This is an optimization exercise on Yosys and OpenROAD, whose aim is small area, not a production implementation.
In this exercise RTL edits were held to simulation tests only and were not proved equivalent to the original.
Power figures rest on the tool's default switching activity, not on a simulated workload.

Setup of main:
==> flow/design.v (excerpt) <==
module etcher (
    input  wire         clk,
    input  wire         rst,
    output wire [10:0]  pc_o,
    input  wire [31:0]  instr_i,
    input  wire [9:0]   lo_i,
    input  wire [9:0]   hi_i,
    input  wire         errhalt_i,
    input  wire         start_i,
    input  wire [9:0]   start_addr_i,
    input  wire         stop_i,
    input  wire [62:0]  ev_i,
    input  wire [23:0]  st_i,
    input  wire [239:0] ch_v_i,
    input  wire [9:0]   ch_new_i,
    input  wire [9:0]   ch_warm_i,
    input  wire         acc_smp_i,
    output wire         bus_req_o,
    output wire [1:0]   bus_op_o,
    output wire [15:0]  bus_addr_o,
    output wire [2:0]   bus_mb_o,
    output wire [2:0]   bus_len_o,
    output wire [63:0]  bus_data_o,
    input  wire         bus_ack_i,
    input  wire         bus_err_i,
    input  wire [15:0]  bus_rdata_i,
    output reg          level_o,
    output reg          pulse_o,
    output reg          kick_o,
    output wire         kick_stop_o,
    output wire [2:0]   kick_etch_o,
    output wire [9:0]   kick_addr_o,
    output reg  [1:0]   state_o,
    output reg          pend_o,
    output reg          stopping_o,
    output reg          halt_o,
    output reg          rej_o,
    output reg          err_o,
    output reg  [2:0]   err_code_o,
  ...
Size in the first run: about 3000 cells after synthesis, roughly 310 flip-flops, ~690 I/O pins, ~22000 um2 of cells after synthesis.
export LEC_CHECK = 0
export ABC_AREA = 1
export CAP_MARGIN = 20
export CORE_MARGIN = 2
export CORE_UTILIZATION = 40
export SLEW_MARGIN = 20
create_clock -name core_clock -period 20.0 [get_ports {clk}]
run.sh (not shown) runs the stock make flow with config.mk's settings and CLKGATE_MAP_FILE= SYNTH_SCRIPT=/design/flow/synth_recipe.tcl, a recipe that flattens the netlist after the stock synthesis.
main finished every step from synthesis to the final layout, and the layout passed the timing, design-rule and antenna checks.
--- input diff main..the feature branch ---
Settings: ABC_AREA: 1 -> unset.
==> flow/flow/run.sh (new file) <==
#!/bin/bash
# Own layout flow: the standard ORFS flow (standard.sh, unchanged synthesis),
# with every input and output port buffered by sky130_fd_sc_hd__buf_1 instead of
# the default port buffer cell. Each tool's full output goes to ORFS's own logs
# under orfs/logs; make's output goes to flow_make.log here.
set -euo pipefail
bash standard.sh 'BUFFER_PORTS_ARGS=-buffer_cell sky130_fd_sc_hd__buf_1' finish > flow_make.log 2>&1
==> flow/standard.sh (new file) <==
#!/bin/bash
# synth_recipe.tcl (not shown) runs the flow's synth.tcl, then flattens the netlist and writes it again
# the make line also repeats each setting of config.mk as NAME=value (left out here)
make -C /OpenROAD-flow-scripts/flow DESIGN_CONFIG=/design/flow/config.mk WORK_HOME=/design/flow/orfs CLKGATE_MAP_FILE= SYNTH_SCRIPT=/design/flow/synth_recipe.tcl "${@:-finish}"
removed: flow/run.sh
## What came out
- The feature branch vs. main: highest clock frequency the design can meet now sits higher; synthesized cell area moved up; power share of the combinational group lost 1.9 points; part of the power in registers rose 1.4 points.
- Synthesized instance count in the feature branch is 26% below main.
- Clock skew was higher in the feature branch than in main.
- main → the feature branch: share of the clock period used by the worst path after layout shows a reduction of 4.2 points; count of clock buffers in the final design rose 15.

etcher, a different RTL version from the one above (not shown whole).
For scale: about 2100 cells after synthesis, about 310 flip-flops, roughly 690 I/O pins.
Settings: LEC_CHECK=0, CAP_MARGIN=20, CORE_MARGIN=2, CORE_UTILIZATION=40, PLACE_DENSITY=0.72, SLEW_MARGIN=20; clock period 20.0 ns.
standard.sh (not shown) runs the stock make flow with config.mk's settings and CLKGATE_MAP_FILE= SYNTH_SCRIPT=/design/flow/synth_recipe.tcl, a recipe that flattens the netlist after the stock synthesis.
==> flow/flow/run.sh <==
#!/bin/bash
# Own layout flow: the standard ORFS flow (standard.sh) with three changes:
#  - synthesis maps the logic with an area-oriented ABC script (flow/synth.tcl,
#    flow/area.abc); registers are untouched;
#  - every input and output port is buffered with sky130_fd_sc_hd__buf_1;
#  - CTS uses clkbuf_4 clock buffers, clusters of up to 8 sinks and no dummy loads.
# Each tool writes its full output to ORFS's logs under orfs/logs/; make's own
# output goes to flow_make.log in this folder.
set -euo pipefail
export OWN_ABC_SCRIPT="$PWD/flow/area.abc"
bash standard.sh \
  "SYNTH_SCRIPT=$PWD/flow/synth.tcl" \
  'BUFFER_PORTS_ARGS=-buffer_cell sky130_fd_sc_hd__buf_1' \
  'CTS_ARGS=-sink_clustering_enable -repair_clock_nets -dont_use_dummy_load -buf_list sky130_fd_sc_hd__clkbuf_4 -sink_clustering_size 8 -sink_clustering_max_diameter 60' \
  finish > flow_make.log 2>&1
==> flow/flow/area.abc <==
strash
balance
rewrite
refactor
balance
rewrite
rewrite -z
balance
refactor -z
rewrite -z
balance
dc2
dch -f
amap -m -F 3 -A 8
topo
==> flow/flow/synth.tcl <==
# The standard flow's synthesis script (synth_recipe.tcl) with one change: ABC maps the
# combinational logic with flow/area.abc (area-oriented) instead of ORFS's
# speed script. The registers come from dfflibmap before ABC runs, so their
# names, count and cell types are those of the standard synthesis.
proc synth {args} { yosys synth -nofsm -noshare {*}$args }
proc abc {args} {
  set i [lsearch -exact $args -script]
  if { $i >= 0 } {
    set args [lreplace $args [expr {$i + 1}] [expr {$i + 1}] $::env(OWN_ABC_SCRIPT)]
  }
  yosys abc {*}$args
}
source $::env(SCRIPTS_DIR)/synth.tcl
# left out here: clear keep_hierarchy, flatten, clean up, hide names made inside functions, write 1_2_yosys.v
The baseline ran to the end with no violations.
Next try:
Settings changed: PLACE_DENSITY 0.72 to unset.
Effect:
- cell area goes up by 0.36%
- synthesized cell count does not change
- synthesized area is unchanged

etcher again, from the RTL that the note above started with.
Design etcher, start of the top module:
module etcher (
    input  wire         clk,
    input  wire         rst,
    output wire [10:0]  pc_o,
    input  wire [31:0]  instr_i,
    input  wire [9:0]   lo_i,
    input  wire [9:0]   hi_i,
    input  wire         errhalt_i,
    input  wire         start_i,
    input  wire [9:0]   start_addr_i,
    input  wire         stop_i,
    input  wire [62:0]  ev_i,
    input  wire [23:0]  st_i,
    input  wire [239:0] ch_v_i,
    input  wire [9:0]   ch_new_i,
    input  wire [9:0]   ch_warm_i,
    input  wire         acc_smp_i,
    output wire         bus_req_o,
    output wire [1:0]   bus_op_o,
    output wire [15:0]  bus_addr_o,
    output wire [2:0]   bus_mb_o,
    output wire [2:0]   bus_len_o,
    output wire [63:0]  bus_data_o,
    input  wire         bus_ack_i,
    input  wire         bus_err_i,
    input  wire [15:0]  bus_rdata_i,
    output reg          level_o,
    output reg          pulse_o,
    output reg          kick_o,
    output wire         kick_stop_o,
    output wire [2:0]   kick_etch_o,
    output wire [9:0]   kick_addr_o,
    output reg  [1:0]   state_o,
    output reg          pend_o,
    output reg          stopping_o,
    output reg          halt_o,
    output reg          rej_o,
    output reg          err_o,
    output reg  [2:0]   err_code_o,
    output reg  [10:0]  err_pc_o,
    output wire [63:0]  cnt_o,
    output wire [24:0]  it0_o,
    output wire [24:0]  it1_o
);
==> flow/config.mk <==
export PLATFORM = sky130hd
export DESIGN_NAME = etcher
export DESIGN_NICKNAME = etcher
export VERILOG_FILES = /design/flow/design.v
export SDC_FILE = /design/flow/constraint.sdc
export NUM_CORES = 4
export LEC_CHECK = 0
export CAP_MARGIN = 20
export CORE_MARGIN = 2
export CORE_UTILIZATION = 40
export GPL_TIMING_DRIVEN = 0
export SLEW_MARGIN = 20
==> flow/constraint.sdc <==
create_clock -name core_clock -period 20.0 [get_ports {clk}]
set_input_delay 4.0000 -clock core_clock [delete_from_list [all_inputs] [get_ports {clk}]]
set_output_delay 4.0000 -clock core_clock [all_outputs]
set_load 0.01 [all_outputs]
Scripts as last shown in full above: flow/flow/run.sh, flow/flow/area.abc, flow/flow/synth.tcl
The starting point passed the timing, design-rule and antenna checks.
Rerun with:
- CORE_UTILIZATION: 40 -> 65
- GPL_TIMING_DRIVEN: 0 -> unset
After rerunning:
- This time the run stopped in I/O pin placement (PPL-0024)
- synthesized area is unchanged
- synthesized cell count stays the same

[separate check: timing with driven ports]
The flow's constraints put no driver on any port. The routed layouts listed below were extracted and timed again, unchanged, in two steps. Step 1 sets driving cells, clkbuf_16 on the clock port and buf_2 on the other inputs (assumed; they add their load-dependent delay and slew). Step 2 moves the port delays by t, midway between the first and last clock arrival at a register: inputs arrive t later, outputs are due t later. That takes back most of the time a late clock gives input paths. Slacks: no drivers / after step 1 / after step 2; pairs: no drivers / after step 1.
| run | shift t [ns] | setup WS [ns] | cell pins on the clock port's net |
|---|---|---|---|
| main | 0.623 | 1.409 / 1.405 / 0.782 | 1 |
| the feature branch | 0.611 | 2.257 / 2.226 / 1.615 | 1 |
| the first run of note 2 | 0.845 | 1.745 / 1.705 / 0.860 | 1 |
| the second run of note 2 | 0.815 | 1.338 / 1.375 / 0.560 | 1 |
| the first run of note 3 | 0.826 | 0.882 / 0.909 / 0.083 | 1 |
After both steps setup and hold are still met in every run listed. For the first run of note 2, which loses most, drivers alone change the setup slack by -0.040 ns; drivers and shift together by -0.885 ns.
